Context: an optimization exercise on an open-source flow, tuned for small area, a short achievable clock period and few clock cycles. The choices shown serve that exercise and are no tape-out recipe. In this exercise RTL edits were held to simulation tests only and were not proved equivalent to the original. No activity file was given, so power comes from the tool's default toggle rates.

File: config.mk
export PLATFORM = sky130hd
export DESIGN_NAME = vbsort16
export DESIGN_NICKNAME = vbsort16
export VERILOG_FILES = /design/flow/design.v
export SDC_FILE = /design/flow/constraint.sdc
export NUM_CORES = 8
export LEC_CHECK = 0
export CAP_MARGIN = 20
export CORE_AREA = 10 10 1790 1790
export DIE_AREA = 0 0 1800 1800
export PLACE_DENSITY = 0.4
export SETUP_SLACK_MARGIN = 5
export SLEW_MARGIN = 20
export SYNTH_HIERARCHICAL = 1
File: constraint.sdc
create_clock -name core_clock -period 9.0 [get_ports {clk}]
set_input_delay 1.8000 -clock core_clock [delete_from_list [all_inputs] [get_ports {clk}]]
set_output_delay 1.8000 -clock core_clock [all_outputs]
set_load 0.01 [all_outputs]
File: run.sh
#!/bin/bash
# synth_recipe.tcl (not shown) runs the flow's synth.tcl, then flattens the netlist and writes it again
# the make line also repeats each setting of config.mk as NAME=value (left out here)
make -C /OpenROAD-flow-scripts/flow DESIGN_CONFIG=/design/flow/config.mk WORK_HOME=/design/flow/orfs CLKGATE_MAP_FILE= SYNTH_SCRIPT=/design/flow/synth_recipe.tcl finish
File: design.v
module vb_cmp (
    input  wire [1:0]  cx,
    input  wire [1:0]  cy,
    input  wire [31:0] kx,
    input  wire [31:0] nkx,
    input  wire [31:0] ky,
    input  wire [31:0] nky,
    input  wire [31:0] px,
    input  wire [31:0] npx,
    input  wire [31:0] py,
    input  wire [31:0] npy,
    input  wire        desc,
    output wire        lt
);
    wire [62:0] kl, kg, pl, pg;
    assign kl[31:0] = nkx & ky;
    assign kg[31:0] = kx & nky;
    assign pl[31:0] = npx & py;
    assign pg[31:0] = px & npy;
    genvar i;
    generate
        for (i = 0; i < 31; i = i + 1) begin : t
            assign kl[32+i] = kl[2*i+1] | (~kg[2*i+1] & kl[2*i]);
            assign kg[32+i] = kg[2*i+1] | (~kl[2*i+1] & kg[2*i]);
            assign pl[32+i] = pl[2*i+1] | (~pg[2*i+1] & pl[2*i]);
            assign pg[32+i] = pg[2*i+1] | (~pl[2*i+1] & pg[2*i]);
        end
    endgenerate
    wire klt = kl[62], kgt = kg[62], plt = pl[62];
    wire kb  = desc ? kgt : klt;      
    wire ka  = desc ? klt : kgt;      
    wire clt = cx < cy;
    wire cgt = cx > cy;
    assign lt = clt | (~cgt & (kb | (~ka & plt)));
endmodule
module vb_nand2 (input wire a, input wire b, output wire y); assign y = ~(a & b); endmodule
module vb_nor2  (input wire a, input wire b, output wire y); assign y = ~(a | b); endmodule
module vb_inv   (input wire a, output wire y); assign y = ~a; endmodule
module vb_and2  (input wire a, input wire b, output wire y); assign y = a & b; endmodule
module vb_nor2b (input wire a, input wire bn, output wire y); assign y = ~(a | ~bn); endmodule
module vb_nand3 (input wire a, input wire b, input wire c, output wire y); assign y = ~(a & b & c); endmodule
module vb_or2   (input wire a, input wire b, output wire y); assign y = a | b; endmodule
module vb_a222oi (
    input wire a1, input wire a2, input wire b1, input wire b2, input wire c1, input wire c2,
    output wire y
);
    assign y = ~((a1 & a2) | (b1 & b2) | (c1 & c2));
endmodule
module vb_pos (
    input  wire [14:0] b,
    output wire [15:0] pos
);
    wire n1, n2;
    vb_nor2 u1 (.a(b[0]), .b(b[1]), .y(n1));
    vb_nand2 u2 (.a(b[0]), .b(b[1]), .y(n2));
    wire n3, n4;
    vb_nor2 u3 (.a(b[2]), .b(b[3]), .y(n3));
    vb_nand2 u4 (.a(b[2]), .b(b[3]), .y(n4));
    wire n5, n6;
    vb_nor2 u5 (.a(b[4]), .b(b[5]), .y(n5));
    vb_nand2 u6 (.a(b[4]), .b(b[5]), .y(n6));
    wire n7, n8;
    vb_nor2 u7 (.a(b[6]), .b(b[7]), .y(n7));
    vb_nand2 u8 (.a(b[6]), .b(b[7]), .y(n8));
    wire n9, n10;
    vb_nor2 u9 (.a(b[8]), .b(b[9]), .y(n9));
    vb_nand2 u10 (.a(b[8]), .b(b[9]), .y(n10));
    wire n11, n12;
    vb_nor2 u11 (.a(b[10]), .b(b[11]), .y(n11));
    vb_nand2 u12 (.a(b[10]), .b(b[11]), .y(n12));
    wire n13, n14;
    vb_nor2 u13 (.a(b[12]), .b(b[13]), .y(n13));
    vb_nand2 u14 (.a(b[12]), .b(b[13]), .y(n14));
    wire n15, n16;
    vb_nand2 u15 (.a(n1), .b(n3), .y(n15));
    vb_nor2 u16 (.a(n1), .b(n3), .y(n16));
    wire n17, n18;
    vb_nand2 u17 (.a(n2), .b(n4), .y(n17));
    vb_nor2 u18 (.a(n2), .b(n4), .y(n18));
    wire n19, n20;
    vb_nand2 u19 (.a(n5), .b(n7), .y(n19));
    vb_nor2 u20 (.a(n5), .b(n7), .y(n20));
    wire n21, n22;
    vb_nand2 u21 (.a(n6), .b(n8), .y(n21));
    vb_nor2 u22 (.a(n6), .b(n8), .y(n22));
    wire n23, n24;
    vb_nand2 u23 (.a(n9), .b(n11), .y(n23));
    vb_nor2 u24 (.a(n9), .b(n11), .y(n24));
    wire n25, n26;
    vb_nand2 u25 (.a(n10), .b(n12), .y(n25));
    vb_nor2 u26 (.a(n10), .b(n12), .y(n26));
    wire n27;
    vb_inv u27 (.a(b[14]), .y(n27));
    wire n28, n29;
    vb_nand2 u28 (.a(n13), .b(n27), .y(n28));
    vb_nor2 u29 (.a(n13), .b(n27), .y(n29));
    wire n30, n31;
    vb_nor2 u30 (.a(n17), .b(n16), .y(n30));
    vb_nand2 u31 (.a(n17), .b(n16), .y(n31));
    wire n32, n33;
    vb_nor2 u32 (.a(n21), .b(n20), .y(n32));
    vb_nand2 u33 (.a(n21), .b(n20), .y(n33));
    wire n34, n35;
    vb_nor2 u34 (.a(n25), .b(n24), .y(n34));
    vb_nand2 u35 (.a(n25), .b(n24), .y(n35));
    wire n36;
    vb_inv u36 (.a(n29), .y(n36));
    wire n37, n38;
    vb_nand2 u37 (.a(n14), .b(n36), .y(n37));
    vb_nor2 u38 (.a(n14), .b(n36), .y(n38));
    wire n39, n40;
    vb_nor2 u39 (.a(n15), .b(n19), .y(n39));
    vb_nand2 u40 (.a(n15), .b(n19), .y(n40));
    wire n41, n42;
    vb_nand2 u41 (.a(n30), .b(n32), .y(n41));
    vb_nor2 u42 (.a(n30), .b(n32), .y(n42));
    wire n43, n44;
    vb_nand2 u43 (.a(n31), .b(n33), .y(n43));
    vb_nor2 u44 (.a(n31), .b(n33), .y(n44));
    wire n45, n46;
    vb_nor2 u45 (.a(n18), .b(n22), .y(n45));
    vb_nand2 u46 (.a(n18), .b(n22), .y(n46));
    wire n47, n48;
    vb_nor2 u47 (.a(n23), .b(n28), .y(n47));
    vb_nand2 u48 (.a(n23), .b(n28), .y(n48));
    wire n49;
    vb_inv u49 (.a(n37), .y(n49));
    wire n50, n51;
    vb_nand2 u50 (.a(n34), .b(n49), .y(n50));
    vb_nor2 u51 (.a(n34), .b(n49), .y(n51));
    wire n52;
    vb_inv u52 (.a(n38), .y(n52));
    wire n53, n54;
    vb_nand2 u53 (.a(n35), .b(n52), .y(n53));
    vb_nor2 u54 (.a(n35), .b(n52), .y(n54));
    wire n55;
    vb_inv u55 (.a(n40), .y(n55));
    wire n56, n57;
    vb_nor2 u56 (.a(n43), .b(n55), .y(n56));
    vb_nand2 u57 (.a(n43), .b(n55), .y(n57));
    wire n58;
    vb_inv u58 (.a(n42), .y(n58));
    wire n59, n60;
    vb_nand2 u59 (.a(n45), .b(n58), .y(n59));
    vb_nor2 u60 (.a(n45), .b(n58), .y(n60));
    wire n61;
    vb_inv u61 (.a(n48), .y(n61));
    wire n62, n63;
    vb_nor2 u62 (.a(n53), .b(n61), .y(n62));
    vb_nand2 u63 (.a(n53), .b(n61), .y(n63));
    wire n64, n65;
    vb_nor2 u64 (.a(n26), .b(n51), .y(n64));
    vb_nand2 u65 (.a(n26), .b(n51), .y(n65));
    wire n66;
    vb_inv u66 (.a(n56), .y(n66));
    wire n67, n68;
    vb_nor2 u67 (.a(n41), .b(n66), .y(n67));
    vb_nand2 u68 (.a(n41), .b(n66), .y(n68));
    wire n69;
    vb_inv u69 (.a(n57), .y(n69));
    wire n70, n71;
    vb_nor2 u70 (.a(n59), .b(n69), .y(n70));
    vb_nand2 u71 (.a(n59), .b(n69), .y(n71));
    wire n72, n73;
    vb_nor2 u72 (.a(n60), .b(n44), .y(n72));
    vb_nand2 u73 (.a(n60), .b(n44), .y(n73));
    wire n74;
    vb_inv u74 (.a(n62), .y(n74));
    wire n75, n76;
    vb_nor2 u75 (.a(n50), .b(n74), .y(n75));
    vb_nand2 u76 (.a(n50), .b(n74), .y(n76));
    wire n77, n78;
    vb_nand2 u77 (.a(n64), .b(n63), .y(n77));
    vb_nor2 u78 (.a(n64), .b(n63), .y(n78));
    wire n79;
    vb_inv u79 (.a(n54), .y(n79));
    wire n80, n81;
    vb_nand2 u80 (.a(n65), .b(n79), .y(n80));
    vb_nor2 u81 (.a(n65), .b(n79), .y(n81));
    wire n82, n83;
    vb_nand2 u82 (.a(n39), .b(n47), .y(n82));
    vb_nor2 u83 (.a(n39), .b(n47), .y(n83));
    wire n84, n85;
    vb_nand2 u84 (.a(n67), .b(n75), .y(n84));
    vb_nor2 u85 (.a(n67), .b(n75), .y(n85));
    wire n86, n87;
    vb_nand2 u86 (.a(n68), .b(n76), .y(n86));
    vb_nor2 u87 (.a(n68), .b(n76), .y(n87));
    wire n88;
    vb_inv u88 (.a(n77), .y(n88));
    wire n89, n90;
    vb_nand2 u89 (.a(n70), .b(n88), .y(n89));
    vb_nor2 u90 (.a(n70), .b(n88), .y(n90));
    wire n91;
    vb_inv u91 (.a(n78), .y(n91));
    wire n92, n93;
    vb_nand2 u92 (.a(n71), .b(n91), .y(n92));
    vb_nor2 u93 (.a(n71), .b(n91), .y(n93));
    wire n94;
    vb_inv u94 (.a(n80), .y(n94));
    wire n95, n96;
    vb_nand2 u95 (.a(n72), .b(n94), .y(n95));
    vb_nor2 u96 (.a(n72), .b(n94), .y(n96));
    wire n97;
    vb_inv u97 (.a(n81), .y(n97));
    wire n98, n99;
    vb_nand2 u98 (.a(n73), .b(n97), .y(n98));
    vb_nor2 u99 (.a(n73), .b(n97), .y(n99));
    wire n100, n101;
    vb_nor2 u100 (.a(n92), .b(n83), .y(n100));
    vb_nand2 u101 (.a(n92), .b(n83), .y(n101));
    wire n102, n103;
    vb_nor2 u102 (.a(n95), .b(n85), .y(n102));
    vb_nand2 u103 (.a(n95), .b(n85), .y(n103));
    wire n104, n105;
    vb_nor2 u104 (.a(n98), .b(n87), .y(n104));
    vb_nand2 u105 (.a(n98), .b(n87), .y(n105));
    wire n106;
    vb_inv u106 (.a(n90), .y(n106));
    wire n107, n108;
    vb_nand2 u107 (.a(n46), .b(n106), .y(n107));
    vb_nor2 u108 (.a(n46), .b(n106), .y(n108));
    wire n109;
    vb_inv u109 (.a(n100), .y(n109));
    wire n110, n111;
    vb_nor2 u110 (.a(n86), .b(n109), .y(n110));
    vb_nand2 u111 (.a(n86), .b(n109), .y(n111));
    wire n112;
    vb_inv u112 (.a(n102), .y(n112));
    wire n113, n114;
    vb_nor2 u113 (.a(n89), .b(n112), .y(n113));
    vb_nand2 u114 (.a(n89), .b(n112), .y(n114));
    wire n115, n116;
    vb_nand2 u115 (.a(n104), .b(n101), .y(n115));
    vb_nor2 u116 (.a(n104), .b(n101), .y(n116));
    wire n117;
    vb_inv u117 (.a(n103), .y(n117));
    wire n118, n119;
    vb_nor2 u118 (.a(n107), .b(n117), .y(n118));
    vb_nand2 u119 (.a(n107), .b(n117), .y(n119));
    wire n120;
    vb_inv u120 (.a(n93), .y(n120));
    wire n121, n122;
    vb_nand2 u121 (.a(n105), .b(n120), .y(n121));
    vb_nor2 u122 (.a(n105), .b(n120), .y(n122));
    wire n123, n124;
    vb_nor2 u123 (.a(n108), .b(n96), .y(n123));
    vb_nand2 u124 (.a(n108), .b(n96), .y(n124));
    wire n125;
    vb_inv u125 (.a(n110), .y(n125));
    wire n126, n127;
    vb_nor2 u126 (.a(n84), .b(n125), .y(n126));
    vb_nand2 u127 (.a(n84), .b(n125), .y(n127));
    wire n128, n129;
    vb_nand2 u128 (.a(n113), .b(n111), .y(n128));
    vb_nor2 u129 (.a(n113), .b(n111), .y(n129));
    wire n130;
    vb_inv u130 (.a(n115), .y(n130));
    wire n131, n132;
    vb_nand2 u131 (.a(n114), .b(n130), .y(n131));
    vb_nor2 u132 (.a(n114), .b(n130), .y(n132));
    wire n133;
    vb_inv u133 (.a(n116), .y(n133));
    wire n134, n135;
    vb_nand2 u134 (.a(n118), .b(n133), .y(n134));
    vb_nor2 u135 (.a(n118), .b(n133), .y(n135));
    wire n136;
    vb_inv u136 (.a(n121), .y(n136));
    wire n137, n138;
    vb_nand2 u137 (.a(n119), .b(n136), .y(n137));
    vb_nor2 u138 (.a(n119), .b(n136), .y(n138));
    wire n139;
    vb_inv u139 (.a(n122), .y(n139));
    wire n140, n141;
    vb_nand2 u140 (.a(n123), .b(n139), .y(n140));
    vb_nor2 u141 (.a(n123), .b(n139), .y(n141));
    wire n142;
    vb_inv u142 (.a(n99), .y(n142));
    wire n143, n144;
    vb_nand2 u143 (.a(n124), .b(n142), .y(n143));
    vb_nor2 u144 (.a(n124), .b(n142), .y(n144));
    vb_inv u145 (.a(n82), .y(pos[0]));
    vb_and2 u146 (.a(n82), .b(n126), .y(pos[1]));
    vb_nor2b u147 (.a(n126), .bn(n127), .y(pos[2]));
    vb_nor2 u148 (.a(n127), .b(n128), .y(pos[3]));
    vb_nor2b u149 (.a(n129), .bn(n128), .y(pos[4]));
    vb_nor2b u150 (.a(n131), .bn(n129), .y(pos[5]));
    vb_nor2b u151 (.a(n132), .bn(n131), .y(pos[6]));
    vb_nor2b u152 (.a(n134), .bn(n132), .y(pos[7]));
    vb_nor2b u153 (.a(n135), .bn(n134), .y(pos[8]));
    vb_nor2b u154 (.a(n137), .bn(n135), .y(pos[9]));
    vb_nor2b u155 (.a(n138), .bn(n137), .y(pos[10]));
    vb_nor2b u156 (.a(n140), .bn(n138), .y(pos[11]));
    vb_nor2b u157 (.a(n141), .bn(n140), .y(pos[12]));
    vb_nor2b u158 (.a(n143), .bn(n141), .y(pos[13]));
    vb_nor2b u159 (.a(n144), .bn(n143), .y(pos[14]));
    assign pos[15] = n144;
endmodule
module vb_xbit (
    input  wire [15:0] s,
    input  wire [15:0] d,
    output wire        o
);
    wire [5:0] n;
    vb_a222oi u0 (.a1(s[0]),  .a2(d[0]),  .b1(s[1]),  .b2(d[1]),  .c1(s[2]),  .c2(d[2]),  .y(n[0]));
    vb_a222oi u1 (.a1(s[3]),  .a2(d[3]),  .b1(s[4]),  .b2(d[4]),  .c1(s[5]),  .c2(d[5]),  .y(n[1]));
    vb_a222oi u2 (.a1(s[6]),  .a2(d[6]),  .b1(s[7]),  .b2(d[7]),  .c1(s[8]),  .c2(d[8]),  .y(n[2]));
    vb_a222oi u3 (.a1(s[9]),  .a2(d[9]),  .b1(s[10]), .b2(d[10]), .c1(s[11]), .c2(d[11]), .y(n[3]));
    vb_a222oi u4 (.a1(s[12]), .a2(d[12]), .b1(s[13]), .b2(d[13]), .c1(s[14]), .c2(d[14]), .y(n[4]));
    vb_nand2  u5 (.a(s[15]), .b(d[15]), .y(n[5]));
    wire p0, p1;
    vb_nand3  u6 (.a(n[0]), .b(n[1]), .c(n[2]), .y(p0));
    vb_nand3  u7 (.a(n[3]), .b(n[4]), .c(n[5]), .y(p1));
    vb_or2    u8 (.a(p0), .b(p1), .y(o));
endmodule
module vbsort16 (
    input  wire         clk,
    input  wire         rst,           
    input  wire         in_valid,
    output wire         in_ready,
    input  wire [511:0] in_key,        
    input  wire [15:0]  in_s,          
    input  wire [15:0]  in_n,          
    input  wire [511:0] in_pay,        
    input  wire         desc,
    input  wire         nulls_first,
    input  wire         unsigned_key,
    output wire         out_valid,
    input  wire         out_ready,
    output wire [511:0] out_key,
    output wire [15:0]  out_s,
    output wire [15:0]  out_n,
    output wire [511:0] out_pay
);
    wire [1:0]  cls [0:15];
    wire [31:0] kv  [0:15];
    genvar gi, gj;
    generate
        for (gi = 0; gi < 16; gi = gi + 1) begin : g_el
            wire s = in_s[gi];
            wire n = in_n[gi];
            assign cls[gi] = {~s & ~n, nulls_first ? (s & ~n) : n};
            assign kv[gi]  = {in_key[32*gi+31] ^ ~unsigned_key, in_key[32*gi +: 31]};
        end
    endgenerate
    wire [119:0] lt;
    generate
        for (gi = 0; gi < 16; gi = gi + 1) begin : g_ca
            for (gj = gi + 1; gj < 16; gj = gj + 1) begin : g_cb
                vb_cmp u_cmp (
                    .cx(cls[gi]), .cy(cls[gj]),
                    .kx(kv[gi]), .nkx(~kv[gi]), .ky(kv[gj]), .nky(~kv[gj]),
                    .px(in_pay[32*gi +: 32]), .npx(~in_pay[32*gi +: 32]),
                    .py(in_pay[32*gj +: 32]), .npy(~in_pay[32*gj +: 32]),
                    .desc(desc),
                    .lt(lt[gi*15 - gi*(gi-1)/2 + gj - gi - 1])
                );
            end
        end
    endgenerate
    reg  v1, v2;
    wire adv2 = ~v2 | out_ready;
    wire adv1 = ~v1 | adv2;
    assign in_ready  = adv1;
    assign out_valid = v2;
    always @(posedge clk) begin
        if (rst) begin
            v1 <= 1'b0;
            v2 <= 1'b0;
        end else begin
            if (adv1) v1 <= in_valid;
            if (adv2) v2 <= v1;
        end
    end
    reg  [511:0] r_key, r_pay;
    reg  [15:0]  r_s, r_n;
    reg  [119:0] r_lt;
    always @(posedge clk) begin
        if (adv1) begin
            r_key <= in_key;
            r_pay <= in_pay;
            r_s   <= in_s;
            r_n   <= in_n;
            r_lt  <= lt;
        end
    end
    wire [16*66-1:0] d;
    wire [15:0] pos [0:15];
    wire [15:0] sel [0:15];
    genvar ge, gp, gb;
    generate
        for (ge = 0; ge < 16; ge = ge + 1) begin : g_pos
            wire [14:0] b;
            for (gj = 0; gj < 16; gj = gj + 1) begin : g_b
                if (gj < ge)
                    assign b[gj] = r_lt[gj*15 - gj*(gj-1)/2 + ge - gj - 1];
                else if (gj > ge)
                    assign b[gj-1] = ~r_lt[ge*15 - ge*(ge-1)/2 + gj - ge - 1];
            end
            vb_pos u_pos (.b(b), .pos(pos[ge]));
            assign d[66*ge +: 66] = {r_s[ge], r_n[ge], r_key[32*ge +: 32], r_pay[32*ge +: 32]};
        end
        for (gp = 0; gp < 16; gp = gp + 1) begin : g_sel
            for (ge = 0; ge < 16; ge = ge + 1) begin : g_se
                assign sel[gp][ge] = pos[ge][gp];
            end
        end
    endgenerate
    reg [65:0] r_out [0:15];
    generate
        for (gp = 0; gp < 16; gp = gp + 1) begin : g_out
            wire [65:0] o;
            for (gb = 0; gb < 66; gb = gb + 1) begin : g_bit
                wire [15:0] db;
                for (ge = 0; ge < 16; ge = ge + 1) begin : g_db
                    assign db[ge] = d[66*ge + gb];
                end
                vb_xbit u_xbit (.s(sel[gp]), .d(db), .o(o[gb]));
            end
            always @(posedge clk) begin
                if (adv2)
                    r_out[gp] <= o;
            end
            assign out_s[gp]            = r_out[gp][65];
            assign out_n[gp]            = r_out[gp][64];
            assign out_key[32*gp +: 32] = r_out[gp][63:32];
            assign out_pay[32*gp +: 32] = r_out[gp][31:0];
        end
    endgenerate
endmodule
==> metrics.csv <==
metric;value;unit
routability congestion estimate;1.09;
Tool Error;[ERROR GRT-0232] Routing congestion too high. Check the congestion heatmap in the GUI.;
largest net degree at the start of global routing;146;
mean post-synth cell area;7.85;um^2
GR Util All Layers;33.7;%
cell area after placement;408000;um^2
Initial Util;9.58;%
root buffer cell;clkbuf_16;
die width;1800;um
warnings from Yosys;9;
cell count after synthesis;38700;
hpwl dp;3950000;um
Die Span Y;1800;um
IO Count;2121;
grt ovf;1;
worst slack at placement;1.94;ns
CTS buffer count;369;
Cell Area, Synth;303000;um^2
H-tree Lvls;5;
I/O Buffers;2120;
Syn Nets;40000;
CTS max path bufs;6;
Halt Stage;global routing;
outcome;aborted with a tool error;
CTS sink cnt;2234;
row count;654;
## power by group through the flow
stage	Sequential [mW]	Combinational, mW	Clock [mW]
floorplan	16.1	24.4	0
global placement	18.7	78.3	0
detailed placement	18.5	78.5	0
CTS	17.7	93.6	16.6
## through the flow
step / power, mW / hold WS, ns / instances
detailed placement: 97.0 / 0.438 / 86500
floorplan: 40.4 / 0.412 / 38700
global placement: 97.0 / 0.434 / 86400
CTS: 128 / 0.447 / 88700
## routing by layer
layer,overflow,GRT usage [%]
met2,0,41.7
met1,0,34.8
met3,1,23.6
met5,0,11.6
met4,0,34.6
## repair_timing
item | in CTS
setup buffers | 1433
hold buffers | 0
resized for setup | 9214
pin swaps | 1176
gates cloned | 170
endpoints found under the setup margin | 2234
## how the worst max path moves through the flow
stage | endpoint | start | slack, ns
2_1_floorplan | r_key[0] | out_ready | -29.07
3_3_place_gp | r_lt[119] | in_pay[494] | 0.90
3_5_place_dp | r_lt[118] | in_pay[507] | 1.94
4_1_cts | out_pay[27] | r_out[0][27] | 4.27
Testbench counts, summed over its fixed seeds: cycles 528.
